From an optimization exercise on the open Yosys and OpenROAD flow, aimed at small area, a short achievable clock period and few clock cycles per item; shortcuts taken in it are not production practice. In this exercise RTL edits were held to simulation tests only and were not proved equivalent to the original. Power and IR drop assume default switching activity.

<file path="flow/run.sh">
#!/bin/bash
# synth_recipe.tcl (not shown) runs the flow's synth.tcl, then flattens the netlist and writes it again
# the make line also repeats each setting of config.mk as NAME=value (left out here)
make -C /OpenROAD-flow-scripts/flow DESIGN_CONFIG=/design/flow/config.mk WORK_HOME=/design/flow/orfs CLKGATE_MAP_FILE= SYNTH_SCRIPT=/design/flow/synth_recipe.tcl finish
</file>
<file path="flow/config.mk">
export PLATFORM = sky130hd
export DESIGN_NAME = le_lane
export DESIGN_NICKNAME = le_lane
export VERILOG_FILES = /design/flow/design.v
export SDC_FILE = /design/flow/constraint.sdc
export NUM_CORES = 4
export LEC_CHECK = 0
export CAP_MARGIN = 20
export CORE_MARGIN = 2
export CORE_UTILIZATION = 25
export SETUP_SLACK_MARGIN = 0.2
export SLEW_MARGIN = 20
</file>
<file path="flow/constraint.sdc">
create_clock -name core_clock -period 18.0 [get_ports {clk}]
set_input_delay 3.6000 -clock core_clock [delete_from_list [all_inputs] [get_ports {clk}]]
set_output_delay 3.6000 -clock core_clock [all_outputs]
set_load 0.01 [all_outputs]
</file>
<file path="flow/design.v">
module le_lane (
    input  wire         clk,
    input  wire         rst,         
    input  wire         start,
    output wire         ready,
    output reg          done,
    input  wire [1:0]   typ,         
    input  wire [2:0]   nnotch,      
    input  wire [1:0]   mode,        
    input  wire         xfer_i,      
    input  wire [379:0] notch_c,     
    input  wire [132:0] type_c,      
    input  wire [15:0]  umin,
    input  wire [15:0]  umax,
    input  wire [14:0]  dumax,
    input  wire [15:0]  r,
    input  wire [15:0]  y,
    input  wire [15:0]  v,
    input  wire [15:0]  t,
    input  wire [39:0]  integ_i,
    input  wire [15:0]  uprev_i,
    input  wire [15:0]  xs0_i,       
    input  wire [15:0]  xs1_i,       
    input  wire [255:0] nst_i,       
    output reg  [15:0]  u_o,
    output reg  [39:0]  integ_o,
    output reg  [15:0]  xs0_o,
    output reg  [15:0]  xs1_o,
    output reg  [255:0] nst_o,
    output reg          xfer_o,
    output reg          accsat,
    output reg          rlim,
    output reg          ulim
);
    localparam T_PID2 = 2'd1, T_LEADLAG = 2'd2, T_FILTER = 2'd3;
    localparam M_AUTO = 2'd0, M_MANUAL = 2'd1, M_TRACK = 2'd2, M_FREEZE = 2'd3;
    localparam S_IDLE = 4'd0, S_BQ = 4'd1, S_PW = 4'd2, S_PD = 4'd3,
               S_PI = 4'd4, S_PT = 4'd5, S_LL = 4'd6, S_FIN = 4'd7, S_INT = 4'd8;
    localparam [18:0] C_ONE   = {3'd1, 16'h4000};
    localparam [18:0] C_MINUS = {3'd0, 16'h8000};
    localparam [18:0] C_ZERO  = 19'd0;
    reg [3:0]  st;
    reg        cut;      
    reg        cut_up;   
    reg [2:0]  k;
    reg [1:0]  b;
    reg signed [39:0] acc;
    reg signed [39:0] inew;
    reg [15:0] ych;      
    reg [15:0] wv;
    reg [15:0] dv;
    assign ready = (st == S_IDLE);
    function signed [39:0] sat40(input signed [40:0] x);
        if (x[40] != x[39])
            sat40 = x[40] ? 40'h80_0000_0000 : 40'h7F_FFFF_FFFF;
        else
            sat40 = x[39:0];
    endfunction
    function [15:0] sat16_18(input signed [17:0] x);
        if (x > 18'sd32767)
            sat16_18 = 16'h7FFF;
        else if (x < -18'sd32768)
            sat16_18 = 16'h8000;
        else
            sat16_18 = x[15:0];
    endfunction
    function [15:0] put(input signed [39:0] a);
        reg signed [24:0] q;
        reg signed [25:0] qr;
        reg [14:0] rem;
        begin
            q   = a[39:15];
            rem = a[14:0];
            if (rem > 15'h4000 || (rem == 15'h4000 && q[0]))
                qr = q + 26'sd1;
            else
                qr = q;
            if (qr > 26'sd32767)
                put = 16'h7FFF;
            else if (qr < -26'sd32768)
                put = 16'h8000;
            else
                put = qr[15:0];
        end
    endfunction
    function [18:0] ncoef(input [1:0] bi, input [2:0] ki);
        ncoef = notch_c[19 * (5 * bi + ki) +: 19];
    endfunction
    function [18:0] tcoef(input [2:0] ki);
        tcoef = type_c[19 * ki +: 19];
    endfunction
    function [15:0] nfield(input [1:0] bi, input [1:0] fi);
        nfield = nst_i[64 * bi + 16 * fi +: 16];
    endfunction
    wire        m_auto = (mode == M_AUTO);
    wire        pid    = (typ == T_PID2);
    wire        law    = m_auto && !(pid && xfer_i);    
    wire [15:0] e  = sat16_18($signed({{2{r[15]}}, r}) - $signed({{2{ych[15]}}, ych}));
    wire [15:0] dw = sat16_18($signed({{2{wv[15]}}, wv}) - $signed({{2{xs0_i[15]}}, xs0_i}));
    reg  [18:0] cw;
    reg  [15:0] xop;
    reg         mac_en;
    reg  [1:0]  base_sel;     
    always @(*) begin
        cw       = C_ZERO;
        xop      = 16'd0;
        mac_en   = 1'b0;
        base_sel = 2'd0;
        case (st)
            S_BQ: begin
                if (k <= 3'd4) begin
                    mac_en = 1'b1;
                    cw     = ncoef(b, k);
                    case (k)
                        3'd0:    begin xop = ych; base_sel = 2'd1; end
                        3'd1:    xop = nfield(b, 2'd0);
                        3'd2:    xop = nfield(b, 2'd1);
                        3'd3:    xop = nfield(b, 2'd2);
                        default: xop = nfield(b, 2'd3);
                    endcase
                end
            end
            S_PW: begin
                if (k == 3'd0) begin
                    mac_en = 1'b1; cw = tcoef(3'd3); xop = r; base_sel = 2'd1;
                end else if (k == 3'd1) begin
                    mac_en = 1'b1; cw = C_MINUS; xop = ych;
                end
            end
            S_PD: begin
                if (k == 3'd0) begin
                    mac_en = 1'b1; cw = tcoef(3'd4); xop = xs1_i; base_sel = 2'd1;
                end else if (k == 3'd1) begin
                    mac_en = 1'b1; cw = tcoef(3'd5); xop = dw;
                end
            end
            S_PI: begin
                mac_en = 1'b1; cw = tcoef(3'd2); xop = e; base_sel = 2'd2;
            end
            S_PT: begin
                mac_en = 1'b1;
                case (k)
                    3'd0:    begin cw = tcoef(3'd0); xop = r; base_sel = law ? 2'd0 : 2'd1; end
                    3'd1:    begin cw = tcoef(3'd1); xop = ych; end
                    3'd2:    begin cw = C_ONE;       xop = dv; end
                    default: begin cw = tcoef(3'd6); xop = v; end
                endcase
            end
            S_LL: begin
                mac_en = 1'b1;
                case (k)
                    3'd0:    begin cw = tcoef(3'd0); xop = e; base_sel = 2'd1; end
                    3'd1:    begin cw = tcoef(3'd1); xop = xs0_i; end
                    default: begin cw = tcoef(3'd2); xop = uprev_i; end
                endcase
            end
            default: ;
        endcase
    end
    wire signed [15:0] cval = cw[15:0];
    wire        [2:0]  csh  = cw[18:16];
    wire signed [31:0] prod = cval * $signed(xop);
    wire signed [38:0] sprod = $signed({{7{prod[31]}}, prod}) <<< csh;
    wire signed [39:0] abase = (base_sel == 2'd1) ? 40'sd0 :
                               (base_sel == 2'd2) ? $signed(integ_i) : acc;
    wire signed [40:0] msum = {abase[39], abase} + {{2{sprod[38]}}, sprod};
    wire signed [39:0] macv = sat40(msum);
    wire               msat = (msum != {macv[39], macv});
    wire        rate   = (mode == M_AUTO) || (mode == M_MANUAL);
    wire        limit_on = !(mode == M_FREEZE || (m_auto && pid && xfer_i));
    wire [15:0] put_acc = put(acc);
    reg  [15:0] u0;
    always @(*) begin
        if (m_auto && typ == T_FILTER)
            u0 = ych;
        else if (law)
            u0 = put_acc;
        else if (mode == M_MANUAL || mode == M_TRACK)
            u0 = t;
        else
            u0 = uprev_i;
    end
    wire signed [17:0] u0x  = $signed({{2{u0[15]}}, u0});
    wire signed [17:0] rlo  = $signed({{2{uprev_i[15]}}, uprev_i}) - $signed({3'b000, dumax});
    wire signed [17:0] rhi  = $signed({{2{uprev_i[15]}}, uprev_i}) + $signed({3'b000, dumax});
    wire signed [17:0] umnx = $signed({{2{umin[15]}}, umin});
    wire signed [17:0] umxx = $signed({{2{umax[15]}}, umax});
    reg signed [17:0] xr, xl, xm;
    always @(*) begin
        xr = u0x;
        if (rate && dumax != 15'd0) begin
            if (xr < rlo) xr = rlo;
            if (xr > rhi) xr = rhi;
        end
        xl = xr;
        if (xl < umnx) xl = umnx;
        xm = xl;
        if (xm > umxx) xm = umxx;
    end
    wire [15:0] ul     = limit_on ? xm[15:0] : uprev_i;
    wire        rlim_n = limit_on && (xr != u0x);
    wire        ulim_n = limit_on && (xm != xr);
    wire signed [41:0] ilo = $signed({{11{umin[15]}}, umin, 15'd0});
    wire signed [41:0] ihi = $signed({{11{umax[15]}}, umax, 15'd0});
    wire signed [40:0] di   = {inew[39], inew} - {integ_i[39], integ_i};
    wire               hold = cut && (di != 41'sd0) && (di[40] == !cut_up);
    wire signed [39:0] isel = hold ? $signed(integ_i) : inew;
    wire signed [41:0] ilaw = {{2{isel[39]}}, isel};
    wire signed [41:0] iback = $signed({{11{u_o[15]}}, u_o, 15'd0}) - {{2{acc[39]}}, acc};
    wire signed [41:0] iraw = law ? ilaw : iback;
    wire signed [41:0] iclamp1 = (iraw < ilo) ? ilo : iraw;
    wire signed [41:0] iclamp  = (iclamp1 > ihi) ? ihi : iclamp1;
    reg [3:0] after_chain;
    always @(*) begin
        if (pid)
            after_chain = S_PW;
        else if (typ == T_LEADLAG && m_auto)
            after_chain = S_LL;
        else
            after_chain = S_FIN;
    end
    always @(posedge clk) begin
        if (rst) begin
            st   <= S_IDLE;
            done <= 1'b0;
        end else begin
            done <= 1'b0;
            if (mac_en) begin
                acc <= macv;
                if (msat) accsat <= 1'b1;
            end
            case (st)
                S_IDLE: begin
                    if (start) begin
                        nst_o   <= nst_i;
                        integ_o <= integ_i;
                        xs0_o   <= xs0_i;
                        xs1_o   <= xs1_i;
                        xfer_o  <= xfer_i;
                        accsat  <= 1'b0;
                        rlim    <= 1'b0;
                        ulim    <= 1'b0;
                        ych     <= y;
                        b       <= 2'd0;
                        k       <= 3'd0;
                        st      <= (nnotch != 3'd0) ? S_BQ : after_chain;
                    end
                end
                S_BQ: begin
                    if (k == 3'd5) begin
                        nst_o[64 * b +: 64] <= {nfield(b, 2'd2), put_acc, nfield(b, 2'd0), ych};
                        ych <= put_acc;
                        b   <= b + 2'd1;
                        k   <= 3'd0;
                        if ({1'b0, b} + 3'd1 == nnotch)
                            st <= after_chain;
                    end else begin
                        k <= k + 3'd1;
                    end
                end
                S_PW: begin
                    if (k == 3'd2) begin
                        wv    <= put_acc;
                        xs0_o <= put_acc;
                        k     <= 3'd0;
                        st    <= S_PD;
                    end else begin
                        k <= k + 3'd1;
                    end
                end
                S_PD: begin
                    if (k == 3'd2) begin
                        dv    <= put_acc;
                        xs1_o <= put_acc;
                        k     <= 3'd0;
                        st    <= law ? S_PI : S_PT;
                    end else begin
                        k <= k + 3'd1;
                    end
                end
                S_PI: begin
                    inew <= macv;
                    k    <= 3'd0;
                    st   <= S_PT;
                end
                S_PT: begin
                    if (k == 3'd3) begin
                        k  <= 3'd0;
                        st <= S_FIN;
                    end else begin
                        k <= k + 3'd1;
                    end
                end
                S_LL: begin
                    if (k == 3'd0)
                        xs0_o <= e;
                    if (k == 3'd2) begin
                        k  <= 3'd0;
                        st <= S_FIN;
                    end else begin
                        k <= k + 3'd1;
                    end
                end
                S_FIN: begin
                    u_o    <= ul;
                    rlim   <= rlim_n;
                    ulim   <= ulim_n;
                    cut    <= (ul != u0);
                    cut_up <= (u0x > $signed({{2{ul[15]}}, ul}));
                    if (m_auto)
                        xfer_o <= 1'b0;
                    if (pid) begin
                        st <= S_INT;
                    end else begin
                        done <= 1'b1;
                        st   <= S_IDLE;
                    end
                end
                S_INT: begin
                    integ_o <= iclamp[39:0];
                    done    <= 1'b1;
                    st      <= S_IDLE;
                end
                default: st <= S_IDLE;
            endcase
        end
    end
endmodule
</file>
==> flow_summary.ini <==
[logic_synthesis]
post_synth_net_total = 7955
yosys_most_used_dff = edfxtp_1
synthesis.area_per_instance_sq_um = 9.03
synth_cell_type_count = 95
synth_register_bits = 488
yosys-top-cells-area = edfxtp_1, fa_1, ha_1
synthCells = 6302
ys_seq_area_share_pct = 25.7
synthArstFlopShare_pct = 0
syn_area_sq_um = 56900
synth_warnings = 1
number_of_enable_type_register_cells_in_the_synthesized_netlist = 483
most_area_hungry_cell_type_in_the_yosys_netlist = edfxtp_1
synthDominantCellAreaShare_pct = 25.5

[die]
core-area_sq_um = 227000
initial_core_util_pct = 25.1
die_area_sq_um = 231000
row_count = 175
die_height_um = 481
die_x_um = 481
design.portCount = 1329

[worst_setup_path]
cp_slowest_cell = fa_1
cp_delay_by_family_top = compound AO/OA/AOI/OAI gates
critical_path.startpoint_type = primary input
cp.required_ps = 18480
critical_path.max_fanout = 22
timing.rr.start = acc[8]
critical-path-max-stage-delay_ps = 550
critPathBufInv = 11
reg2reg_to = cut_up
setup_crit_end_kind = flop
worst_r2r_path_depth = 72
crit_path_frequent_cell = fa_1
worst_path_class_setup = primary input to flop
rrSetupSlack_ps = 2100
arrival_ps = 17620

[timing]
min_period_ps = 17140
post-route-worst-setup-slack_ps = 855
hold_violations = 0
max-slew-margin-rel_pct = 22.3
maxSlewViolCount = 0
post-route-period-util_pct = 95.2
setup_viol_count_final = 0
max_freq_mhz = 58.3
setup_repair_after_global_routing_missed_its_margin = true
tightestPinTransition_ps = 1170
skew_ps = 72.9

[pwr]
power_density_nw_per_um2 = 249
total_leakage_power_nw = 32.0
max-vdd-ir-drop_mv = 0.667

[grt]
overflow = 0
antenna_found_initial = 98
grt_util_all_layers_pct = 33.6
grt_pass1_vias = 61000
grt_start_max_net_pins = 169
grt_pass1_wl_mm = 532

[finish]
finalInstanceArea_sq_um = 79900
flow.area_growth_from_synthesis_pct = 40.4
drive_above_1_share_pct = 13.4
fillers = 23500
postLayoutCoreUtil_pct = 35.2
design.final.nets = 9523

[detailed_routing]
via_count = 62600
route.final.wire_length_mm = 403
dr.first_iter.drc_count = 7803
detail_route.drc_violations = 0
wire_per_inst_um = 36.7
detail_route.first_pass.iterations = 18
drtAntennaViolNets = 0
route.detailed.vias_per_inst = 5.69

[status]
status = finished clean

[hold_path]
whs_path_depth = 2
min-delay-path-class = flop to flop
hp-start = nst_o[28]
whs_endpoint = nst_o[28]

[cts]
worstSkewPairLatency_ps = 740
register_clock_pin_slew_on_the_reported_worst_setup_and_hold_paths_ps = 60
cts_inserted_buffers = 70
cts.sink_count = 488
tritoncts = done
h_tree_levels = 3
buffer_levels_on_the_longest_clock_path = 3
clock_tree.root_cell = clkbuf_16

[placement]
dp_hpwl_mm = 335
finalWeightedCongestion = 1.07
numPortBuffers = 1328
placedInstanceArea_sq_um = 77100
pre_cts_ws_ps = -750

[job]
drv_cap = 0
-- logic make-up (layout without fill, tap and decap cells) --
logic type / Yosys count / in the layout / share of synthesized area [%]
AND/OR/NAND/NOR: 1988 / 1988 / 15.9
AO/OA/AOI/OAI: 1599 / 1599 / 20.1
buffers and inverters: 1006 / 2627 / 6.67
adder cells (fa/ha/maj): 674 / 674 / 18.4
flip-flops: 488 / 488 / 25.7
multiplexers: 370 / 370 / 10.6
XOR/XNOR: 177 / 177 / 2.73
other: 0 / 63 / 0
-- synth_stat cells (87+ instances only) --
| master | n |
|---|---|
| inv_1 | 615 |
| nand2_1 | 532 |
| a21oi_1 | 255 |
| o21ai_0 | 274 |
| fa_1 | 269 |
| edfxtp_1 | 483 |
| mux4_2 | 178 |
| a221o_1 | 87 |
| ha_1 | 405 |
| clkbuf_1 | 326 |
| a22oi_1 | 98 |
| xnor2_1 | 129 |
| nor3_1 | 96 |
| a221oi_1 | 234 |
| mux2i_1 | 133 |
| a21o_1 | 87 |
| nor2_1 | 801 |
-- layer usage --
metal | GRT usage, % | up-vias | wire length (um)
li1 | - | 26300 | -
met1 | 41.5 | 31500 | 156000
met2 | 51.7 | 3897 | 176000
met4 | 25.5 | 28 | 36800
met3 | 6.57 | 821 | 33700
met5 | 0 | - | 165
-- worst max-delay path by stage --
stage / cells after the start / from / slack (ps) / to
after floorplan: 81 / uprev_i[0] / 870 / cut_up
after global placement: 78 / uprev_i[0] / -1030 / cut_up
after detailed placement: 75 / dumax[0] / -750 / cut_up
after CTS: 78 / dumax[0] / 210 / cut_up
after global routing: 82 / uprev_i[0] / 140 / cut_up
final: 62 / r[0] / 860 / inew[38]
-- registers in the layout (all words and copies together), names as in the netlist --
name     flops
st           4
dv          16
inew        40
xs1_o       16
ych         16
xfer_o       1
cut_up       1
xs0_o       16
integ_o     40
k            3
accsat       1
b            2
nst_o      256
done         1
ulim         1
wv          16
rlim         1
u_o         16
acc         40
cut          1
-- report_power, final --
group | internal, W | leakage, nW | switching (W)
clock network | 0.000821 | 1.13 | 0.000672
registers | 0.00269 | 4.49 | 0.000377
logic | 0.00599 | 26.4 | 0.00938
total | 0.00950 | 32.0 | 0.0104
-- layout make-up --
cell class | count | area, sq um | share of cell area [%]
multi-input cells | 4808 | 39100 | 48.9
repair buffers | 1881 | 17600 | 22.0
flip-flops and latches | 488 | 14600 | 18.3
well taps | 3009 | 3760 | 4.71
inverters | 621 | 2330 | 2.92
clock buffers | 82 | 1800 | 2.25
clock inverters | 43 | 551 | 0.689
diodes | 63 | 158 | 0.197
-- metrics by stage --
step,total power [W],hold WS (ps),setup TNS (ps),cells
floorplan,0.0115,654,0,6302
global placement,0.0178,599,-25400,10800
detailed placement,0.0180,605,-27510,10800
CTS,0.0196,620,0,10900
global route,0.0212,649,0,11000
finish,0.0199,618,0,11000
-- tightest hold or removal path, cell delays in order (launching register included) --
cell,delay (ps)
edfxtp_1,340
a221oi_1,80
nor2_1,80
-- what timing repair did --
action,4_1_cts,5_1_grt
pin swaps,1,21
gates resized for setup,6,89
hold buffers,0,0
endpoints found under the setup margin,1,83
gates cloned,0,1
buffers inserted,0,9
endpoints found under the hold margin,0,0
-- placed cells by master, fill, tap and decap left out, types with 84 or more instances in the layout --
cell type,n
a21o_1,87
a21oi_1,243
a221o_1,87
a221oi_1,233
a22oi_1,98
buf_4,539
clkdlybuf4s50_1,1323
edfxtp_1,483
fa_1,268
ha_1,401
inv_1,614
mux2i_1,133
mux4_2,178
nand2_1,530
nor2_1,795
nor3_1,84
o21ai_0,236
xnor2_1,128
Testbench counts, summed over its fixed seeds: cycles 133,152, samples 8,000.

## afterwards: timing with drivers on the ports
How much do the figures lean on ideal ports? The routed layout below was timed once more, with nothing changed but the port constraints.
Step 1 (the two cells are an assumption about what drives the block):
set clk [get_ports {clk}]
set_driving_cell -lib_cell sky130_fd_sc_hd__clkbuf_16 $clk
set_driving_cell -lib_cell sky130_fd_sc_hd__buf_2 [delete_from_list [all_inputs] $clk]
Step 2 adds t to the input delays and takes it off the output delays; t is the mean of the earliest and latest rising clock arrival at the registers after step 1. Input paths then give back, and output paths get back, about the clock's delay inside the block.
Three values: ideal ports, drivers, drivers and shift; two values: the first two.
t (ns): 0.812
slack for setup (ns): 0.855 / 0.921 / 0.108
worst hold slack (ns): 0.618 / 0.618 / 0.618
latest minus earliest clock arrival (ns): 0.073 / 0.073
After both steps this run still meets setup and hold. The setup slack of this run moves by +0.066 ns with the drivers and by -0.747 ns with both steps.
